Context: an optimization exercise on an open-source flow, tuned for small area, a short achievable clock period and few clock cycles. The choices shown serve that exercise and are no tape-out recipe.
The RTL was checked by simulation tests, not by an equivalence proof against the original design.

==> flow/design.v <==
module audit_hash (
    input  wire         clk,
    input  wire         rst,
    input  wire         in_valid,
    output wire         in_ready,
    input  wire [63:0]  in_data,
    output reg          out_valid,
    output wire [255:0] out_hash
);
    localparam [31:0] IV0 = 32'h6a09e667, IV1 = 32'hbb67ae85, IV2 = 32'h3c6ef372, IV3 = 32'ha54ff53a,
                      IV4 = 32'h510e527f, IV5 = 32'h9b05688c, IV6 = 32'h1f83d9ab, IV7 = 32'h5be0cd19;
    reg         st;          
    reg  [6:0]  t;           
    reg         first;       
    reg  [2:0]  wc;          
    reg         hiok;        
    reg  [3:0]  pos;         
    reg         rounds;      
    reg         late;        
    reg         ffw;         
    reg         sw1;         
    reg  [2:0]  m;           
    reg         byp;         
    reg         ivld;        
    reg         push_hi;     
    reg         pad;         
    reg  [31:0] a, b, c, d, e, f, g, hk;
    reg  [31:0] w [0:15];
    reg  [31:0] ha [0:3];
    reg  [31:0] he [0:3];
    reg  [63:0] ibuf;
    reg         bfull;
    wire       push_lo = hiok;
    assign in_ready = ~bfull | hiok;
    wire       take = in_ready & in_valid;
    reg [31:0] k_t;
    always @(*) begin
        if (t[6]) k_t = 32'h428a2f98;
        else case (t[5:0])
            6'd0: k_t = 32'h71374491;
            6'd1: k_t = 32'hb5c0fbcf;
            6'd2: k_t = 32'he9b5dba5;
            6'd3: k_t = 32'h3956c25b;
            6'd4: k_t = 32'h59f111f1;
            6'd5: k_t = 32'h923f82a4;
            6'd6: k_t = 32'hab1c5ed5;
            6'd7: k_t = 32'hd807aa98;
            6'd8: k_t = 32'h12835b01;
            6'd9: k_t = 32'h243185be;
            6'd10: k_t = 32'h550c7dc3;
            6'd11: k_t = 32'h72be5d74;
            6'd12: k_t = 32'h80deb1fe;
            6'd13: k_t = 32'h9bdc06a7;
            6'd14: k_t = 32'hc19bf174;
            6'd15: k_t = 32'he49b69c1;
            6'd16: k_t = 32'hefbe4786;
            6'd17: k_t = 32'h0fc19dc6;
            6'd18: k_t = 32'h240ca1cc;
            6'd19: k_t = 32'h2de92c6f;
            6'd20: k_t = 32'h4a7484aa;
            6'd21: k_t = 32'h5cb0a9dc;
            6'd22: k_t = 32'h76f988da;
            6'd23: k_t = 32'h983e5152;
            6'd24: k_t = 32'ha831c66d;
            6'd25: k_t = 32'hb00327c8;
            6'd26: k_t = 32'hbf597fc7;
            6'd27: k_t = 32'hc6e00bf3;
            6'd28: k_t = 32'hd5a79147;
            6'd29: k_t = 32'h06ca6351;
            6'd30: k_t = 32'h14292967;
            6'd31: k_t = 32'h27b70a85;
            6'd32: k_t = 32'h2e1b2138;
            6'd33: k_t = 32'h4d2c6dfc;
            6'd34: k_t = 32'h53380d13;
            6'd35: k_t = 32'h650a7354;
            6'd36: k_t = 32'h766a0abb;
            6'd37: k_t = 32'h81c2c92e;
            6'd38: k_t = 32'h92722c85;
            6'd39: k_t = 32'ha2bfe8a1;
            6'd40: k_t = 32'ha81a664b;
            6'd41: k_t = 32'hc24b8b70;
            6'd42: k_t = 32'hc76c51a3;
            6'd43: k_t = 32'hd192e819;
            6'd44: k_t = 32'hd6990624;
            6'd45: k_t = 32'hf40e3585;
            6'd46: k_t = 32'h106aa070;
            6'd47: k_t = 32'h19a4c116;
            6'd48: k_t = 32'h1e376c08;
            6'd49: k_t = 32'h2748774c;
            6'd50: k_t = 32'h34b0bcb5;
            6'd51: k_t = 32'h391c0cb3;
            6'd52: k_t = 32'h4ed8aa4a;
            6'd53: k_t = 32'h5b9cca4f;
            6'd54: k_t = 32'h682e6ff3;
            6'd55: k_t = 32'h748f82ee;
            6'd56: k_t = 32'h78a5636f;
            6'd57: k_t = 32'h84c87814;
            6'd58: k_t = 32'h8cc70208;
            6'd59: k_t = 32'h90befffa;
            6'd60: k_t = 32'ha4506ceb;
            6'd61: k_t = 32'hbef9a3f7;
            6'd62: k_t = 32'hc67178f2;
            6'd63: k_t = 32'h428a2f98;
            default: k_t = 32'h0;
        endcase
    end
    wire [31:0] s1  = {e[5:0], e[31:6]} ^ {e[10:0], e[31:11]} ^ {e[24:0], e[31:25]};
    wire [31:0] ch  = (e & f) ^ (~e & g);
    wire [31:0] s0  = {a[1:0], a[31:2]} ^ {a[12:0], a[31:13]} ^ {a[21:0], a[31:22]};
    wire [31:0] maj = (a & b) ^ (a & c) ^ (b & c);
    wire [31:0] t1s = hk ^ s1 ^ ch;
    wire [31:0] t1c = {(hk[30:0] & s1[30:0]) | (hk[30:0] & ch[30:0]) | (s1[30:0] & ch[30:0]), 1'b0};
    wire [31:0] es  = t1s ^ t1c ^ d;
    wire [31:0] ec  = {(t1s[30:0] & t1c[30:0]) | (t1s[30:0] & d[30:0]) | (t1c[30:0] & d[30:0]), 1'b0};
    wire [31:0] as1 = t1s ^ t1c ^ s0;
    wire [31:0] ac1 = {(t1s[30:0] & t1c[30:0]) | (t1s[30:0] & s0[30:0]) | (t1c[30:0] & s0[30:0]), 1'b0};
    wire [31:0] as2 = as1 ^ ac1 ^ maj;
    wire [31:0] ac2 = {(as1[30:0] & ac1[30:0]) | (as1[30:0] & maj[30:0]) | (ac1[30:0] & maj[30:0]), 1'b0};
    wire [31:0] a_new = as2 + ac2;
    wire [31:0] e_new = es + ec;
    wire [31:0] ls0 = {w[1][6:0], w[1][31:7]} ^ {w[1][17:0], w[1][31:18]} ^ (w[1] >> 3);
    wire [31:0] ls1 = {w[14][16:0], w[14][31:17]} ^ {w[14][18:0], w[14][31:19]} ^ (w[14] >> 10);
    wire [31:0] w_new = ls1 + w[9] + ls0 + w[0];
    wire [31:0] hk_next = g + k_t + w[1];
    reg  [31:0] iva, ive;        
    reg  [31:0] lda, lde;        
    always @(*) begin
        case (t[1:0])
            2'd3: begin iva = IV3; ive = IV7; end
            2'd0: begin iva = IV2; ive = IV6; end
            2'd1: begin iva = IV1; ive = IV5; end
            default: begin iva = IV0; ive = IV4; end
        endcase
        case (t[1:0])
            2'd0: begin lda = IV3; lde = IV7; end
            2'd1: begin lda = IV2; lde = IV6; end
            2'd2: begin lda = IV1; lde = IV5; end
            default: begin lda = IV0; lde = IV4; end
        endcase
    end
    wire [31:0] suma = c + ha[0];
    wire [31:0] sume = g + he[0];
    wire [31:0] hw  = first ? 32'd0 : byp ? suma :
                      m[2] ? (m[0] ? he[2] : he[0]) : (m[0] ? ha[2] : ha[0]);
    reg  [1:0]  padk;        
    wire [31:0] padw = {padk[0], 21'd0, padk[1], padk[1], 8'd0};
    wire [31:0] w15 = (rounds & ~late) ? w_new :
                      push_hi ? ibuf[63:32] :
                      push_lo ? ibuf[31:0] :
                      pad     ? padw : w[0];
    assign out_hash = {ha[3], ha[2], ha[1], ha[0], he[3], he[2], he[1], he[0]};
    wire [2:0] wc_next = push_lo ? wc + 3'd1 : wc;
    wire go2 = ~st & t[6] & (t[3:0] == 4'd3) & ~wc[2];             
    wire go1 = st & t[6] & (t[3:0] == 4'd3) & wc_next[2];          
    wire go  = go1 | go2;
    wire       st_n    = go ? ~st : st;
    wire [6:0] t_n     = go ? 7'd0 :
                         {(t[3:0] == 4'd15 && t[6:4] != 3'd5) ? t[6:4] + 3'd1 : t[6:4], t[3:0] + 4'd1};
    wire [3:0] pos_n   = go ? 4'd12 : pos + 4'd1;
    wire       bfull_n = take | (bfull & ~push_lo);
    wire       hiok_n  = push_hi;
    wire       late_n  = t_n[6] | (t_n[5] & t_n[4]);
    integer i;
    always @(posedge clk) begin
        b <= a; c <= b; d <= c;
        f <= e; g <= f;
        hk <= hk_next;
        if (rounds) begin
            a <= a_new;
            e <= e_new;
        end else if (~st) begin
            a <= ha[3];
            e <= he[3];
        end else begin
            a <= lda;
            e <= lde;
        end
        for (i = 0; i < 15; i = i + 1)
            if (i != 1) w[i] <= w[i + 1];
        w[1]  <= sw1 ? hw : w[2];
        w[15] <= w15;
        for (i = 0; i < 3; i = i + 1) begin
            ha[i] <= ha[i + 1];
            he[i] <= he[i + 1];
        end
        ha[3] <= ffw ? suma : ivld ? iva : ha[0];
        he[3] <= ffw ? sume : ivld ? ive : he[0];
        if (take)
            ibuf <= in_data;
        if (rst) begin
            bfull     <= 1'b0;
            st        <= 1'b1;
            t         <= 7'd58;
            pos       <= 4'd6;
            rounds    <= 1'b1;
            late      <= 1'b1;
            ffw       <= 1'b0;
            sw1       <= 1'b0;
            m         <= 3'd0;
            byp       <= 1'b0;
            ivld      <= 1'b0;
            push_hi   <= 1'b0;
            pad       <= 1'b0;
            padk      <= 2'd0;
            first     <= 1'b1;
            wc        <= 3'd0;
            hiok      <= 1'b0;
            out_valid <= 1'b0;
        end else begin
            hiok      <= hiok_n;
            bfull     <= bfull_n;
            wc        <= wc_next;
            out_valid <= st & (t == 7'd66) & ~first;
            if (~st & (t == 7'd5))
                first <= 1'b0;
            st        <= st_n;
            t         <= t_n;
            pos       <= pos_n;
            rounds    <= ~t_n[6];
            late      <= late_n;
            ffw       <= (t_n >= 7'd63) & (t_n <= 7'd66);
            sw1       <= st_n ? (t_n[6] & (t_n[3:1] == 3'b001)) : (t_n[6:1] < 6'd3);
            m         <= st_n ? {2'b00, t_n[0]} : t_n[2:0] + 3'd2;
            byp       <= st_n & (t_n == 7'd66);
            ivld      <= ~st_n & (t_n >= 7'd8) & (t_n <= 7'd62);
            push_hi   <= bfull_n & ~hiok_n & late_n & (wc_next[2] == ~st_n) &
                         (pos_n == {st_n, wc_next[1:0], 1'b0});
            pad       <= ~st_n & late_n & pos_n[3];
            padk      <= {pos_n == 4'd15, pos_n == 4'd8};
        end
    end
endmodule
==> flow/config.mk <==
export PLATFORM = sky130hd
export DESIGN_NAME = audit_hash
export DESIGN_NICKNAME = audit_hash
export VERILOG_FILES = /design/flow/design.v
export SDC_FILE = /design/flow/constraint.sdc
export NUM_CORES = 4
export LEC_CHECK = 0
export CAP_MARGIN = 20
export CORE_MARGIN = 2
export CORE_UTILIZATION = 40
export CTS_CLUSTER_DIAMETER = 110
export CTS_CLUSTER_SIZE = 22
export PLACE_DENSITY = 0.6
export SLEW_MARGIN = 20
==> flow/constraint.sdc <==
create_clock -name core_clock -period 10.0 [get_ports {clk}]
set_input_delay 2.0000 -clock core_clock [delete_from_list [all_inputs] [get_ports {clk}]]
set_output_delay 2.0000 -clock core_clock [all_outputs]
set_load 0.01 [all_outputs]
standard.sh (not shown) runs the stock make flow with config.mk's settings and CLKGATE_MAP_FILE= SYNTH_SCRIPT=/design/flow/synth_recipe.tcl, a recipe that flattens the netlist after the stock synthesis.
==> flow/flow/run.sh <==
#!/bin/bash
set -euo pipefail
bash standard.sh "BUFFER_PORTS_ARGS=-buffer_cell sky130_fd_sc_hd__buf_1" SETUP_SLACK_MARGIN=5.7 finish > standard_flow.log 2>&1
Testbench counts at the start, summed over its fixed seeds: cycles 104,520.
Next try:
==> flow/flow/run.sh (replaced) <==
#!/bin/bash
set -euo pipefail
bash standard.sh "BUFFER_PORTS_ARGS=-buffer_cell sky130_fd_sc_hd__buf_1" SETUP_SLACK_MARGIN=5.5 finish > standard_flow.log 2>&1
--- a/flow/config.mk
+++ b/flow/config.mk
@@ -8,7 +8,8 @@
 export CAP_MARGIN = 20
 export CORE_MARGIN = 2
-export CORE_UTILIZATION = 40
-export CTS_CLUSTER_DIAMETER = 110
+export CORE_UTILIZATION = 60
+export CTS_BUF_LIST = sky130_fd_sc_hd__clkbuf_8 sky130_fd_sc_hd__clkbuf_16
+export CTS_CLUSTER_DIAMETER = 100
 export CTS_CLUSTER_SIZE = 22
-export PLACE_DENSITY = 0.6
+export PLACE_DENSITY = 0.75
 export SLEW_MARGIN = 20
Flip-flop and latch count stays the same.
Setup slack gets better by 0.090 ns.
Routed wire length is lower by 9.4%.
Die area shrinks by 33%.
Next try:
==> flow/config.mk (replaced) <==
export PLATFORM = sky130hd
export DESIGN_NAME = audit_hash
export DESIGN_NICKNAME = audit_hash
export VERILOG_FILES = /design/flow/design.v
export SDC_FILE = /design/flow/constraint.sdc
export NUM_CORES = 4
export LEC_CHECK = 0
export CAP_MARGIN = 20
export CORE_MARGIN = 2
export CORE_UTILIZATION = 40
export CTS_CLUSTER_DIAMETER = 110
export CTS_CLUSTER_SIZE = 22
export PLACE_DENSITY = 0.6
export SLEW_MARGIN = 20
The changed run completed without violations.
Fmax is lower by 1.4%.
First-iteration DRC count is lower by 13%.
Critical path depth is higher by 1.
Core utilization is lower by 21 points.
Next try:
==> flow/flow/run.sh (replaced) <==
#!/bin/bash
# The standard layout (standard synthesis and ORFS steps unchanged); every
# input and output port still gets its own buffer, but a small buffer cell.
set -euo pipefail
bash standard.sh "BUFFER_PORTS_ARGS=-buffer_cell sky130_fd_sc_hd__buf_1" finish > standard_flow.log 2>&1
--- a/flow/config.mk
+++ b/flow/config.mk
@@ -12,3 +12,4 @@
 export CTS_CLUSTER_SIZE = 22
 export PLACE_DENSITY = 0.6
+export SETUP_SLACK_MARGIN = 5
 export SLEW_MARGIN = 20
Synthesized area does not change.
Setup slack degrades by 0.23 ns.
Register-to-register slack got worse by 0.23 ns.
Maximum frequency came out lower by 4.6%.

## afterwards: timing with drivers on the ports
The results above use ideal ports. As a check the final layouts listed here were re-extracted and re-timed, cells and wires unchanged.
Step 1 (the two cells are an assumption about what drives the block):
set clk [get_ports {clk}]
set_driving_cell -lib_cell sky130_fd_sc_hd__clkbuf_16 $clk
set_driving_cell -lib_cell sky130_fd_sc_hd__buf_2 [delete_from_list [all_inputs] $clk]
Step 2 also shifts input and output timing later by t, the mid clock arrival at the registers, as if the neighbouring blocks saw the same clock.
a / b / c = ideal ports / drivers / drivers and shift; a / b = the first two.
run | shift t [ns] | setup slack, ns | latest minus earliest clock arrival (ns) | worst data-port slew with drivers (ns)
the first run | 0.791 | 5.221 / 5.221 / 5.118 | 0.055 / 0.055 | 0.06
the second run | 0.746 | 5.311 / 5.311 / 5.112 | 0.021 / 0.021 | 0.05
the third run | 0.785 | 5.246 / 5.246 / 4.881 | 0.067 / 0.067 | 0.07
the fourth run | 0.785 | 5.018 / 5.018 / 4.892 | 0.066 / 0.066 | 0.07
After both steps every run listed still meets setup and hold. For the third run, which loses most, drivers alone change the setup slack by 0.000 ns; drivers and shift together by -0.365 ns.
